What follows belongs to an exercise in optimizing a design on an open flow for small area and few clock cycles per item; a production flow would make more cautious choices. RTL that was checked went through simulation tests only; none was proved equivalent to the original.

==> try-yarrow: inputs <==
==> flow/design.v (excerpt) <==
module lens_recip (
    input  wire        clk,
    input  wire        rst,
    input  wire        start,       
    input  wire [31:0] d,           
    output wire        ready,       
    output reg         done,        
    output reg  [31:0] q            
);
==> module lens_recip, before the edit <==
module lens_recip (
    input  wire        clk,
    input  wire        rst,
    input  wire        start,       
    input  wire [31:0] d,           
    output wire        ready,       
    output reg         done,        
    output reg  [31:0] q            
);
    localparam IDLE = 1'b0;
    localparam RUN  = 1'b1;
    reg        state;
    reg [5:0]  count;
    reg [31:0] div;
    reg [32:0] rem;
    reg [31:0] quo;
    wire [32:0] shifted = {rem[31:0], 1'b0};
    wire [33:0] trial   = {1'b0, shifted} - {2'b00, div};
    wire        fits    = ~trial[33];
    assign ready = (state == IDLE);
    always @(posedge clk) begin
        if (rst) begin
            state <= IDLE;
            done  <= 1'b0;
            count <= 6'd0;
        end else begin
            done <= 1'b0;
            case (state)
                IDLE: begin
                    if (start) begin
                        div   <= d;
                        rem   <= 33'h1_000000;
                        quo   <= 32'd0;
                        count <= 6'd0;
                        state <= RUN;
                    end
                end
                RUN: begin
                    rem   <= fits ? trial[32:0] : shifted;
                    quo   <= {quo[30:0], fits};
                    count <= count + 6'd1;
                    if (count == 6'd31) begin
                        q     <= {quo[30:0], fits};
                        done  <= 1'b1;
                        state <= IDLE;
                    end
                end
            endcase
        end
    end
endmodule
clock: 10.0 ns
lec_check: 0
cap_margin: 20
core_margin: 2
core_utilization: 40
slew_margin: 20
run.sh (not shown) runs the stock make flow with config.mk's settings and CLKGATE_MAP_FILE= SYNTH_SCRIPT=/design/flow/synth_recipe.tcl, a recipe that flattens the netlist after the stock synthesis.
==> try-lagoon: changes against try-yarrow <==
==> flow/design.v (replaced) <==
module lens_recip (
    input  wire        clk,
    input  wire        rst,
    input  wire        start,
    input  wire [31:0] d,
    output wire        ready,
    output reg         done,
    output wire [31:0] q
);
    localparam K  = 3;
    localparam N  = (16 + K - 1) / K;
    localparam E  = N * K - 16;           
    localparam CW = (N > 1) ? $clog2(N) : 1;
    localparam W  = 35;                    
    reg          busy;
    reg [CW-1:0] cnt;
    reg [30:0]   div;                      
    reg [2:0]    sh;                       
    reg [W-1:0]  rs, rc;                   
    reg [31:0]   qq;                       
    wire last  = (cnt == N - 1);
    wire first = (cnt == 0);
    assign ready = ~busy | last;
    wire take = start & ready;
    wire [2:0] s_in = d[31] ? 3'd0 : d[30] ? 3'd1 : d[29] ? 3'd2 :
                      d[28] ? 3'd3 : d[27] ? 3'd4 : d[26] ? 3'd5 : 3'd6;
    wire [31:0] dn_in = d << s_in;
    reg [31:0] qm1;
    reg        bz;
    integer j;
    always @* begin
        bz = 1'b1;
        for (j = 0; j < 32; j = j + 1) begin
            qm1[j] = qq[j] ^ bz;
            bz = bz & ~qq[j];
        end
    end
    wire [W-1:0] rfin = rs + rc;
    assign q = rfin[W-1] ? qm1 : qq;
    function [2:0] sel;                    
        input signed [6:0] y;
        input        [2:0] dt;
        reg signed [6:0] tm1, t0, t1, t2;
        begin
            case (dt)
                3'd0: begin tm1 = -13; t0 = -4; t1 = 4; t2 = 12; end
                3'd1: begin tm1 = -15; t0 = -6; t1 = 4; t2 = 14; end
                3'd2: begin tm1 = -16; t0 = -6; t1 = 4; t2 = 15; end
                3'd3: begin tm1 = -18; t0 = -6; t1 = 4; t2 = 16; end
                3'd4: begin tm1 = -20; t0 = -6; t1 = 6; t2 = 18; end
                3'd5: begin tm1 = -21; t0 = -6; t1 = 6; t2 = 20; end
                3'd6: begin tm1 = -22; t0 = -6; t1 = 6; t2 = 20; end
                default: begin tm1 = -24; t0 = -8; t1 = 6; t2 = 24; end
            endcase
            if (y < tm1)     sel = 3'b010;    
            else if (y < t0) sel = 3'b001;    
            else if (y < t1) sel = 3'b000;    
            else if (y < t2) sel = 3'b101;    
            else             sel = 3'b110;    
        end
    endfunction
    wire [W-1:0] dv = {3'b001, div};
    reg [W-1:0] s [0:K];
    reg [W-1:0] c [0:K];
    reg [2*K-1:0] vp, vm;                  
    reg [K-1:0]   nz;
    reg [W-1:0] o, x, s4, c4;
    reg [6:0]   y;
    reg [2:0]   g;
    integer i;
    always @* begin
        s[0] = first ? ({{(W-1){1'b0}}, 1'b1} << (24 - 2 * E + sh)) : rs;
        c[0] = first ? {W{1'b0}} : rc;
        for (i = 0; i < K; i = i + 1) begin
            s4 = {s[i][W-3:0], 2'b00};
            c4 = {c[i][W-3:0], 2'b00};
            y  = s4[W-1:W-7] + c4[W-1:W-7];
            g  = sel(y, div[30:28]);
            x  = g[1] ? {dv[W-2:0], 1'b0} : g[0] ? dv : {W{1'b0}};
            o  = g[2] ? ~x : x;
            s[i+1] = s4 ^ c4 ^ o;
            c[i+1] = {((s4[W-2:0] & c4[W-2:0]) | (s4[W-2:0] & o[W-2:0]) |
                       (c4[W-2:0] & o[W-2:0])), g[2]};
            vp[2*(K-1-i) +: 2] = g[2] ? g[1:0] : 2'b00;
            vm[2*(K-1-i) +: 2] = g[2] ? 2'b00 : g[1:0];
        end
    end
    reg vneg;
    integer m;
    always @* begin
        vneg = 1'b0;
        for (m = 0; m < K; m = m + 1)
            vneg = (vm[2*m +: 2] != 2'b00) | ((vp[2*m +: 2] == 2'b00) & vneg);
    end
    wire [2*K-1:0] vlo  = vp - vm;
    wire [31:0]    qsel = vneg ? qm1 : qq;
    wire [31:0]    qnx;
    generate
        if (2 * K < 32) begin : g_q
            assign qnx = {qsel[31-2*K:0], vlo};
        end else begin : g_q
            assign qnx = vlo[31:0];
        end
    endgenerate
    always @(posedge clk) begin
        rs <= s[K];
        rc <= c[K];
        qq <= qnx;
        if (take) begin
            div <= dn_in[30:0];
            sh  <= s_in;
        end
        if (rst) begin
            busy <= 1'b0;
            done <= 1'b0;
            cnt  <= 0;
        end else begin
            done <= busy & last;
            if (take) begin
                busy <= 1'b1;
                cnt  <= 0;
            end else if (busy) begin
                cnt  <= cnt + 1'b1;
                if (last) busy <= 1'b0;
            end
        end
    end
endmodule
--- a/flow/config.mk
+++ b/flow/config.mk
@@ -7,2 +7,3 @@
 export LEC_CHECK = 0
+export ABC_AREA = 1
 export CAP_MARGIN = 20
==> try-sierra: changes against try-yarrow <==
==> flow/design.v (replaced) <==
module lens_recip (
    input  wire        clk,
    input  wire        rst,
    input  wire        start,
    input  wire [31:0] d,
    output wire        ready,
    output reg         done,
    output wire [31:0] q
);
    localparam K = 4;
    localparam N = 32 / K;
    localparam CW = $clog2(N);
    reg          busy;
    reg [CW-1:0] cnt;
    reg [31:0]   div;
    reg [31:0]   rem;
    reg [31:0]   quo;
    wire last = (cnt == N-1);
    assign ready = ~busy | last;
    assign q = quo;
    wire take = start & ready;
    reg [31:0] r [0:K];
    reg [K-1:0] qb;
    integer i;
    always @* begin
        r[0] = rem;
        for (i = 0; i < K; i = i + 1) begin : st
            reg [32:0] t;
            t = {r[i], 1'b0} - {1'b0, div};
            qb[K-1-i] = ~t[32];
            r[i+1] = qb[K-1-i] ? t[31:0] : {r[i][30:0], 1'b0};
        end
    end
    always @(posedge clk) begin
        quo <= {quo[31-K:0], qb};
        rem <= take ? 32'h0100_0000 : r[K];
        if (take) div <= d;
        if (rst) begin
            busy <= 1'b0;
            done <= 1'b0;
            cnt  <= 0;
        end else begin
            done <= busy & last;
            if (take) begin
                busy <= 1'b1;
                cnt  <= 0;
            end else if (busy) begin
                cnt  <= cnt + 1'b1;
                if (last) busy <= 1'b0;
            end
        end
    end
endmodule
--- a/flow/config.mk
+++ b/flow/config.mk
@@ -7,2 +7,3 @@
 export LEC_CHECK = 0
+export ABC_AREA = 1
 export CAP_MARGIN = 20
==> results.txt <==
quantity	try-lagoon	try-yarrow	try-sierra
Well-Tap Cells	455	220	378
Total via count after detailed routing	12800	4483	12000
Crit path required time	10.30 ns	8.00 ns	10.26 ns
Yosys cell types	49	52	49
Clkbuf count	19	18	9
Dominant class by area	multi-input combinational cells	flip-flops and latches	multi-input combinational cells
R2r endpoint	rs[27]	rem[27]	rem[12]
Avg Inst Size Synth	6.90 µm²	11.7 µm²	6.43 µm²
Synthesized-area fraction occupied by xor and xnor cells	4.69%	3.14%	8.88%
Latest clock arrival within the worst-skew pair	0.43 ns	0.42 ns	0.37 ns
Run status	finished clean	finished clean	finished clean
Hold-critical path endpoint	qq[10]	q[31]	quo[17]
Routed wirelength normalized by instance count	15.4 µm	14.9 µm	17.3 µm
Warning count from the yosys run	3	1	2
Number of levels in the clock H-tree	4	4	3
Area fraction in and, or, nand and nor cells after synthesis	26.0%	12.1%	30.5%
Adder-cell area share of the yosys netlist	23.6%	6.29%	14.0%
Number of non-filler instances in the completed layout	2568	874	2263
Register area	3130 µm²	3970 µm²	2340 µm²
Net count of the mapped netlist	2247	639	1940
Worst slew slack as a fraction of its limit	43.9%	42.5%	27.3%
Layout cells sized above 1	12.4%	8.10%	7.85%
Testbench counts of try-yarrow, summed over its fixed seeds: cycles 105,616, items 3,200.
No functional check of the RTL was part of try-lagoon and try-sierra.

-- static timing again, ports no longer ideal --
How much do the figures lean on ideal ports? The routed layouts below were timed once more, with nothing changed but the port constraints. Step 1 (the two cells are an assumption about what drives the block):
set clk [get_ports {clk}]
set_driving_cell -lib_cell sky130_fd_sc_hd__clkbuf_16 $clk
set_driving_cell -lib_cell sky130_fd_sc_hd__buf_2 [delete_from_list [all_inputs] $clk]
Step 2 times the ports against the registers' clock, not the clock port: input delays grow and output delays shrink by t, the midpoint of the rising clock arrivals with the driver on. Slacks: no drivers / after step 1 / after step 2; pairs: no drivers / after step 1.
run | shift t [ns] | setup slack, ns | worst setup path at the end | worst register clock-pin slew, ns
try-yarrow | 0.456 | 6.210 / 6.171 / 6.070 | input to register | 0.06 / 0.06
try-lagoon | 0.474 | 0.371 / 0.371 / 0.371 | register to register | 0.07 / 0.07
try-sierra | 0.411 | 0.699 / 0.699 / 0.699 | register to register | 0.09 / 0.09
After both steps every run listed still meets setup and hold. The setup slack of try-yarrow, which loses most, moves by -0.039 ns with the drivers and by -0.140 ns with both steps.
